This design comes from an exercise in tuning for a short achievable clock period and few clock cycles on the open sky130 flow, not from production work.
Only simulation tests tie the RTL to the original design; equivalence was not proved.
Power and IR drop assume default switching activity.

## fox_core
module fox_core (
    input  wire        clk,
    input  wire        rst,
    input  wire        start,
    input  wire [13:0] start_pc,      
    input  wire [3:0]  engine_id,
    input  wire [31:0] arg0,
    input  wire [31:0] arg1,
    input  wire [31:0] arg2,
    input  wire [31:0] arg3,
    output wire [13:0] imem_addr,
    input  wire [31:0] imem_rdata,
    output reg         dmem_en,
    output reg         dmem_we,
    output reg  [3:0]  dmem_be,
    output reg  [12:0] dmem_addr,
    output reg  [31:0] dmem_wdata,
    input  wire [31:0] dmem_rdata,
    output wire [2:0]  state,
    output reg  [3:0]  cause,
    output wire [15:0] fault_pc
);
Settings: LEC_CHECK=0, ABC_CLOCK_PERIOD_IN_PS=2000, CAP_MARGIN=30, CORE_MARGIN=2, CORE_UTILIZATION=45, SLEW_MARGIN=30, TNS_END_PERCENT=5; clock period 20.0 ns.
standard.sh (not shown) runs the stock make flow with config.mk's settings and CLKGATE_MAP_FILE= SYNTH_SCRIPT=/design/flow/synth_recipe.tcl, a recipe that flattens the netlist after the stock synthesis.
==> flow/flow/run.sh <==
#!/bin/bash
set -euo pipefail
bash standard.sh SETUP_SLACK_MARGIN=14.5 finish > standard_flow.log 2>&1
The first run completed without violations.
Testbench counts at the start, summed over its fixed seeds: cycles 101,715.
Rerun with:
--- a/flow/design.v
+++ b/flow/design.v
@@ -449,18 +449,12 @@
     wire start_ok = start && !running;
     wire e_adv    = !e_v || e_done;               
     wire r_go     = r_v && !r_hz && e_adv;          
     wire r_adv    = !r_v || r_go;                   
     wire lost     = !r_adv && sk_v && bus_v;
     reg  [13:0] fpc_next;
-    wire [5:0]  d_op    = imem_rdata[31:26];
-    wire        d_sp    = (d_op == 6'h26) || (d_op == 6'h21) ||
-                          (d_op[5:3] == 3'b100 && d_op[2:0] <= 3'd5 && imem_rdata[17]);
-    wire [13:0] d_tgt   = bus_pc + imem_rdata[13:0];
-    wire        d_redir = bus_v && !lost && !bus_hit && d_sp;
-    wire [13:0] d_pred  = d_redir ? d_tgt : fpc;
     wire wa_y = wa_en && (fx == r_fy);
     wire wa_b = wa_en && (fx == r_fb);
     wire wl_y = wl_en && (l2_dst == r_fy) && !wa_y;
     wire wl_b = wl_en && (l2_dst == r_fb) && !wa_b;
     wire wm_y = wm_en && (l2_dst == r_fy);
     wire wm_b = wm_en && (l2_dst == r_fb);
@@ -506,14 +500,12 @@
         else if (e_redirect)
             fpc_next = redirect_pc;
         else if (r_redir)
             fpc_next = r_next;
         else if (lost)
             fpc_next = bus_pc;
-        else if (d_redir)
-            fpc_next = d_tgt;
         else
             fpc_next = fpc_pred;
     end
     reg  end_pend;
     reg [2:0] fin_st;
     reg [3:0] fin_cause;
@@ -640,13 +632,13 @@
         end
         if (r_adv) begin
             r_ir <= nw;
             if (sk_v) begin
                 r_pc <= sk_pc; r_pred <= sk_pred; r_hit <= sk_hit;
             end else begin
-                r_pc <= bus_pc; r_pred <= d_pred; r_hit <= bus_hit;
+                r_pc <= bus_pc; r_pred <= fpc; r_hit <= bus_hit;
             end
             r_sp        <= n_sp;
             r_is_alu    <= n_is_alu;
             r_is_immop  <= n_is_immop;
             r_is_load   <= n_is_load;
             r_is_store  <= n_is_store;
@@ -667,13 +659,13 @@
                 r_sel_b[bi] <= (n_fb == bi[3:0]);
             end
         end
         if (r_adv ? sk_v : !sk_v) begin
             sk_ir   <= imem_rdata;
             sk_pc   <= bus_pc;
-            sk_pred <= d_pred;
+            sk_pred <= fpc;
             sk_hit  <= bus_hit;
         end
         if (r_redir && !r_go) begin
             r_pred <= r_next;
             r_hit  <= 1'b1;
         end
@@ -709,13 +701,13 @@
                 if (r_go) r_v <= 1'b0;
             end else begin
                 if (r_adv)
                     r_v <= sk_v | bus_v;
                 if (r_adv ? sk_v : !sk_v)
                     sk_v <= bus_v;
-                bus_v <= !lost && !d_redir;
+                bus_v <= !lost;
             end
         end
         end_pend <= 1'b0;
         if (start_ok) begin
             run_q   <= 1'b1;
             state_r <= ST_RUNNING;
The changed run finished with timing, DRC and antenna clean.
Utilization goes down by 0.50 points.
Design area goes down by 1.1%.
Routed wire length goes down by about 4.6%.
First-iteration DRC count goes down by about 10%.
Register-to-register slack gets better by 0.32 ns.
Global-route usage goes down by 1.8 points.
Final cell count goes down by 0.92%.
Die area is about the same.
Total power goes up by about 30%.
Clock skew goes up by 0.015 ns.
Count of clock-buffer cells in the layout goes up by 5.
Testbench counts after the change, summed over its fixed seeds: cycles 103,255.

[afterwards: timing with drivers on the ports]
Ports are ideal in the flow. The routed layouts listed here were re-timed in OpenROAD. Step 1 sets driving cells, clkbuf_16 on the clock port and buf_2 on the other inputs (assumed; they add their load-dependent delay and slew). Step 2 adds t to the input delays and takes it off the output delays; t is the mean of the earliest and latest rising clock arrival at the registers after step 1. Input paths then give back, and output paths get back, about the clock's delay inside the block. Slacks: ideal ports / drivers / drivers and shift; pairs: ideal ports / drivers.
| run | t, ns | setup WS [ns] | worst setup path after step 2 |
|---|---|---|---|
| the first run | 1.031 | 13.944 / 13.886 / 13.012 | input to register |
| the second run | 1.052 | 14.125 / 14.031 / 13.314 | input to register |
After both steps setup and hold are still met in every run listed. The setup slack of the first run, which loses most, moves by -0.058 ns with the drivers and by -0.932 ns with both steps.
